Background: an optimization exercise with open tools, aiming at small area, a short achievable clock period and few clock cycles per item. Do not read the settings as production practice. Function was checked by simulation only, so behaviour that the tests miss may differ from the original. No activity file was given, so power comes from the tool's default toggle rates.

## config.mk

```make
export PLATFORM = sky130hd
export DESIGN_NAME = fpdivsqrt
export DESIGN_NICKNAME = fpdivsqrt
export VERILOG_FILES = /design/flow/design.v
export SDC_FILE = /design/flow/constraint.sdc
export NUM_CORES = 4
export LEC_CHECK = 0
export CAP_MARGIN = 20
export CORE_MARGIN = 2
export CORE_UTILIZATION = 40
export SLEW_MARGIN = 20
```

## constraint.sdc

```tcl
create_clock -name core_clock -period 5.0 [get_ports {clk}]
set_input_delay 1.0000 -clock core_clock [delete_from_list [all_inputs] [get_ports {clk}]]
set_output_delay 1.0000 -clock core_clock [all_outputs]
set_load 0.01 [all_outputs]
```

## design.v

```verilog
module fpdivsqrt (
    input  wire        clk,
    input  wire        rst,      
    input  wire        start,    
    input  wire        op,       
    input  wire [31:0] a,
    input  wire [31:0] b,
    output wire        ready,
    output reg         done,
    output reg  [31:0] result,
    output reg  [4:0]  flags
);
    localparam [31:0] QNAN = 32'h7FC0_0000;
    localparam [1:0] S_IDLE  = 2'd0,
                     S_ITER  = 2'd1,
                     S_ROUND = 2'd2;
    reg  [1:0]  state;
    reg  [4:0]  count;       
    reg         op_q;        
    reg         sign_q;      
    reg  signed [9:0] exp_q;  
    reg  [23:0] div_q;       
    reg  [27:0] rem;         
    reg  [49:0] rad;         
    reg  [24:0] q;           
    assign ready = (state == S_IDLE);
    wire        sa = a[31];
    wire        sb = b[31];
    wire [7:0]  ea = a[30:23];
    wire [7:0]  eb = b[30:23];
    wire [22:0] fa = a[22:0];
    wire [22:0] fb = b[22:0];
    wire a_zero = (ea == 8'd0);              
    wire b_zero = (eb == 8'd0);
    wire a_inf  = (ea == 8'hFF) && (fa == 23'd0);
    wire b_inf  = (eb == 8'hFF) && (fb == 23'd0);
    wire a_nan  = (ea == 8'hFF) && (fa != 23'd0);
    wire b_nan  = (eb == 8'hFF) && (fb != 23'd0);
    wire a_snan = a_nan && !fa[22];
    wire b_snan = b_nan && !fb[22];
    wire [23:0] ma = {1'b1, fa};
    wire [23:0] mb = {1'b1, fb};
    reg        spec;
    reg [31:0] spec_res;
    reg [4:0]  spec_flg;
    always @(*) begin
        spec     = 1'b1;
        spec_res = QNAN;
        spec_flg = 5'd0;
        if (!op) begin
            if (a_nan || b_nan) begin
                spec_res = QNAN;
                spec_flg = {4'd0, a_snan | b_snan};
            end else if (a_inf && b_inf) begin
                spec_res = QNAN;
                spec_flg = 5'b00001;
            end else if (a_inf) begin
                spec_res = {sa ^ sb, 8'hFF, 23'd0};
            end else if (b_inf) begin
                spec_res = {sa ^ sb, 31'd0};
            end else if (b_zero && a_zero) begin
                spec_res = QNAN;
                spec_flg = 5'b00001;
            end else if (b_zero) begin
                spec_res = {sa ^ sb, 8'hFF, 23'd0};
                spec_flg = 5'b00010;
            end else if (a_zero) begin
                spec_res = {sa ^ sb, 31'd0};
            end else begin
                spec = 1'b0;
            end
        end else begin
            if (a_nan) begin
                spec_res = QNAN;
                spec_flg = {4'd0, a_snan};
            end else if (a_zero) begin
                spec_res = {sa, 31'd0};
            end else if (sa) begin
                spec_res = QNAN;
                spec_flg = 5'b00001;
            end else if (a_inf) begin
                spec_res = {1'b0, 8'hFF, 23'd0};
            end else begin
                spec = 1'b0;
            end
        end
    end
    wire        a_lt_b   = (ma < mb);
    wire signed [9:0] div_exp = $signed({2'b00, ea}) - $signed({2'b00, eb})
                                + 10'sd127 - (a_lt_b ? 10'sd1 : 10'sd0);
    wire        sq_odd   = ~ea[0];           
    wire [9:0]  sq_sum   = {2'b00, ea} + 10'd127 - {9'd0, sq_odd};
    wire signed [9:0] sq_exp = $signed({1'b0, sq_sum[9:1]});
    wire [24:0] sq_m     = sq_odd ? {ma, 1'b0} : {1'b0, ma};
    wire [27:0] part  = op_q ? {rem[25:0], rad[49:48]} : rem;
    wire [27:0] dvs   = op_q ? {1'b0, q, 2'b01} : {4'd0, div_q};
    wire [28:0] diff  = {1'b0, part} - {1'b0, dvs};
    wire        ge    = !diff[28];
    wire [27:0] part_n = ge ? diff[27:0] : part;
    wire        sticky  = (rem != 28'd0);
    wire        rbit    = q[0];
    wire        rinc    = rbit & (sticky | q[1]);
    wire [24:0] mant_r  = {1'b0, q[24:1]} + {24'd0, rinc};
    wire        carry   = mant_r[24];
    wire signed [9:0] exp_r = exp_q + (carry ? 10'sd1 : 10'sd0);
    wire        inexact = rbit | sticky;
    reg [31:0] rnd_res;
    reg [4:0]  rnd_flg;
    always @(*) begin
        if (exp_q <= 10'sd0) begin
            rnd_res = {sign_q, 31'd0};
            rnd_flg = 5'b11000;              
        end else if (exp_r >= 10'sd255) begin
            rnd_res = {sign_q, 8'hFF, 23'd0};
            rnd_flg = 5'b10100;              
        end else begin
            rnd_res = {sign_q, exp_r[7:0], mant_r[22:0]};
            rnd_flg = {inexact, 4'd0};
        end
    end
    always @(posedge clk) begin
        if (rst) begin
            state  <= S_IDLE;
            count  <= 5'd0;
            done   <= 1'b0;
            result <= 32'd0;
            flags  <= 5'd0;
            op_q   <= 1'b0;
            sign_q <= 1'b0;
            exp_q  <= 10'sd0;
            div_q  <= 24'd0;
            rem    <= 28'd0;
            rad    <= 50'd0;
            q      <= 25'd0;
        end else begin
            done <= 1'b0;
            case (state)
                S_IDLE: begin
                    if (start) begin
                        if (spec) begin
                            done   <= 1'b1;
                            result <= spec_res;
                            flags  <= spec_flg;
                        end else begin
                            state <= S_ITER;
                            count <= 5'd24;
                            op_q  <= op;
                            q     <= 25'd0;
                            if (!op) begin
                                sign_q <= sa ^ sb;
                                exp_q  <= div_exp;
                                div_q  <= mb;
                                rem    <= a_lt_b ? {3'd0, ma, 1'b0} : {4'd0, ma};
                                rad    <= 50'd0;
                            end else begin
                                sign_q <= 1'b0;
                                exp_q  <= sq_exp;
                                div_q  <= 24'd0;
                                rem    <= 28'd0;
                                rad    <= {sq_m, 25'd0};
                            end
                        end
                    end
                end
                S_ITER: begin
                    q   <= {q[23:0], ge};
                    rem <= op_q ? part_n : {part_n[26:0], 1'b0};
                    rad <= {rad[47:0], 2'b00};
                    if (count == 5'd0)
                        state <= S_ROUND;
                    else
                        count <= count - 5'd1;
                end
                S_ROUND: begin
                    state  <= S_IDLE;
                    done   <= 1'b1;
                    result <= rnd_res;
                    flags  <= rnd_flg;
                end
                default: state <= S_IDLE;
            endcase
        end
    end
endmodule
```

## run.sh

```bash
#!/bin/bash
# synth_recipe.tcl (not shown) runs the flow's synth.tcl, then flattens the netlist and writes it again
# the make line also repeats each setting of config.mk as NAME=value (left out here)
make -C /OpenROAD-flow-scripts/flow DESIGN_CONFIG=/design/flow/config.mk WORK_HOME=/design/flow/orfs CLKGATE_MAP_FILE= SYNTH_SCRIPT=/design/flow/synth_recipe.tcl finish
```

==> key figures <==
Run status
  – Status: complete, no violations

Worst setup path
  – Reg-to-Reg End: result[30]
  – Worst Path Max Fanout: 3
  – Worst Setup End Kind: register
  – Worst Path Required: 5320 ps
  – Worst reg2reg setup slack: approximately 750 ps
  – WS Path Type: input pin to register
  – Reg-to-reg startpoint: q[1]
  – Worst reg2reg path depth: 18
  – Worst Path Arrival: 4620 ps
  – CP Launch Type: input pin

Timing
  – Unrepaired setup endpoints after global routing: no
  – Fin crit period: 4305 ps
  – Final setup viols: 0
  – Least-Margin Pin Slew: 888.3 ps
  – Slew HR: 0.4078
  – Final WS setup: 694.6 ps
  – Final hold vios: 0
  – Clk_skew: about 8.6 ps
  – Maximum clock rate: 232.3 MHz
  – Final period utilization: 0.8611
  – Setup TNS: 0 ps
  – Slew Viols, Final: 0
  – Hold slack final: around 450 ps

Synth
  – Post-synth EDFFs: 0
  – Count leader, synth: dfxtp_1
  – Adder-cell share of the synthesized area: 0.1013
  – Dominant cell type by area after synthesis: dfxtp_1
  – Simple-Gate Fraction of Synth Area: 0.1667
  – Main combinational cell family by area after synthesis: compound AO/OA/AOI/OAI gates
  – Synthesized flop and latch total: 159
  – Syn nets: 1564
  – Mux cell area share after synthesis: 0.1109
  – FFs w/ async S/R, synth: 0
  – Synthesized area: 11660 sq um
  – Part of the Yosys area used for sequential elements: 0.2730
  – Synth warn: 1
  – Top cells by count, synth: dfxtp_1 (159), nor2_1 (130), nand2_1 (112)
  – Ranking of synthesized cells by area: dfxtp_1 (27%), ha_1 (9.4%), mux2_2 (6.4%)
  – Complex-gate fraction of the synthesized area: 0.2369
  – Yosys top cell area share: 0.2730
  – Average size of a mapped cell: 8.306 sq um
  – Cell variety after synth: 83
  – Main synth FF type: dfxtp_1
  – Post-synthesis xor/xnor area fraction: 0.05333
  – Cells after Synth: 1404

Global route
  – Global-route wire length before repair: about 56000 microns
  – Initial antenna violation count: 0
  – Vias in the first global route: 10210
  – M1 GR Usage: 0.3319
  – Met2 Use GR: 0.3561
  – Pin count of the biggest net entering global routing: 64
  – Total Routing Usage GR: 0.2307
  – Grt peak-use layer: met2
  – Grt met3 use: 0.03938
  – Global route overflow: 0

Cells and area
  – Area growth syn-to-layout: 16.56%
  – Antenna cell count: 0
  – Post-route cell area: 13590 sq um
  – Util after Layout: 0.4735
  – Share of cells above drive strength 1: 0.1014
  – Nets: 1628

Floorplanning
  – Die width: around 170 microns
  – Core Region: 28700 sq um
  – Io pins: approximately 110
  – Rows: between 60 and 70
  – Die area: 30530 sq um
  – Starting Density: 0.4063
  – Die Y-Extent: 174.7 microns

Worst hold path
  – HP Class: register to register
  – Worst Hold Depth: 2
  – Hold path startpoint: result[2]
  – Hold endpoint: result[2]

Clocking
  – Post-CTS sizing: 0
  – Hold buffer count at cts: 0
  – CTS buffer count: 17
  – Root Driver: clkbuf_16
  – Clock transition at path regs: roughly 60 ps
  – Sink Count: around 160
  – Skew-Pair Late Insertion Delay: 430 ps
  – Clock buffer depth: 2
  – H-tree depth: 4
  – Post-CTS Setup Inserts: 0
  – CTS tree: done

Flow run
  – # Max-Cap Violations: 0

Route
  – Avg WL per Cell: 19.06 microns
  – Via density: 5.807
  – Antenna viol nets, final: 0
  – Via count: approximately 11000
  – Initial DRC count: about 1000
  – TritonRoute pass-1 iters: 6
  – Remaining DRCs: 0
  – Routed wire length: 35530 microns

Placement
  – Buffers on Ports: 106
  – Dpl cell area: 13000 sq um
  – Dpl ws: about 250 ps
  – Post-DP HPWL: 26650 microns
  – Gp weighted congestion: 0.9000

Power and ir drop
  – Peak VDD IR: 0.3239 mV
  – Power Dens Cells: 463.8 nW/um^2
  – Lkg Pwr: ~5.4 nW
==> worst max-delay path, cell delays in order <==
cell,delay (ps)
clkdlybuf4s50_1,530
inv_1,60
ha_1,290
nand2_1,60
o21ai_0,240
nand4_1,120
a311oi_1,270
o21a_1,170
nor2_2,50
inv_1,120
ha_1,180
ha_1,160
inv_1,50
fa_1,380
nor2b_1,150
o21ai_0,90
nand2_1,100
a21o_1,120
a21oi_1,90
xnor2_1,130
o21ai_0,160
a21oi_1,90
==> worst max-delay path by stage <==
stage,startpoint,end,slack (ps),cells after the start
floorplan,op_q,rem[2],850,18
global placement,b[2],exp_q[7],350,22
detailed placement,b[2],exp_q[7],250,22
CTS,b[2],exp_q[7],710,22
global route,q[1],result[23],330,18
finish,b[2],exp_q[7],690,22
==> layer usage <==
metal | vias to the layer above | routed length (microns)
li1 | 5281 | -
met1 | 5172 | 17070
met2 | 334 | 15650
met3 | 37 | 2096
met4 | 0 | 715
met5 | - | 0
==> cells in the final DEF (no fill, tap or decap), types with 17 or more instances in the layout <==
| master | n |
|---|---|
| a22oi_1 | 49 |
| o21ai_0 | 57 |
| xnor2_1 | 38 |
| inv_1 | 73 |
| nand4_1 | 22 |
| clkbuf_16 | 17 |
| a21oi_1 | 94 |
| a222oi_1 | 21 |
| mux2_2 | 66 |
| ha_1 | 88 |
| nand2_1 | 112 |
| nor4_1 | 19 |
| a22o_1 | 25 |
| a21o_1 | 20 |
| nor2_1 | 127 |
| mux2i_1 | 49 |
| nand3_1 | 33 |
| clkdlybuf4s50_1 | 105 |
| dfxtp_1 | 158 |
| nor3_1 | 21 |
| buf_4 | 23 |
| and3_1 | 22 |
| xor2_1 | 33 |
==> power breakdown <==
| group | switching [mW] | internal [mW] | total (mW) | leakage (nW) |
|---|---|---|---|---|
| Sequential | 0.154 | 1.39 | 1.54 | 1.29 |
| Clock | 0.567 | 0.764 | 1.33 | 0.271 |
| Combinational | 2.02 | 1.42 | 3.43 | 3.81 |
| Total | 2.74 | 3.57 | 6.30 | 5.37 |
==> flip-flops by register name, indices dropped and copies added (netlist names), 2 cells and up <==
register  cells
exp_q        10
rem          28
flags         5
state         2
result       32
q            25
count         5
div_q        24
rad          25
==> area by class of cell <==
cell class                 count  area (sq um)
tap                          384         480.5
sequential                   159          3187
clock buffer                  20         456.7
timing repair buffer         128          1224
clock inverter                11         132.6
inverter                      73         274.0
fill                        2873         15110
multi-input combinational   1089          7838
==> through the flow <==
stage,power (mW),std cells
finish,6.304,1864
global route,6.705,1864
detailed placement,4.917,1833
floorplan,4.173,1404
CTS,6.267,1864
global placement,4.910,1833
==> cell families (layout without fill, tap and decap cells) <==
family | after synthesis | count (layout)
compound gates | 393 | 393
fa+ha+maj | 92 | 92
simple gates | 414 | 414
xor+xnor | 71 | 71
buf+inv | 156 | 232
mux | 119 | 119
flops | 159 | 159
Testbench counts, summed over its fixed seeds: cycles 324,000, ops 12,000.

static timing again, ports no longer ideal:
No port has a modelled driver above. Below, the same layout with a new extraction and two added sets of constraints. Step 1: set_driving_cell puts a clkbuf_16 on clk and a buf_2 on each other input, an assumption about the parent block. Step 2 times the ports against the registers' clock, not the clock port: input delays grow and output delays shrink by t, the midpoint of the rising clock arrivals with the driver on. Three values: ideal, step 1, step 2; two values: the first two.
t, ns: 0.476
setup slack, ns: 0.695 / 0.712 / 0.236
worst hold slack (ns): 0.446 / 0.446 / 0.446
worst setup path at the end: input to register
pins driven straight from the clock port: 1
After both steps setup and hold are still met in this run. The setup slack of this run moves by +0.017 ns with the drivers and by -0.459 ns with both steps.
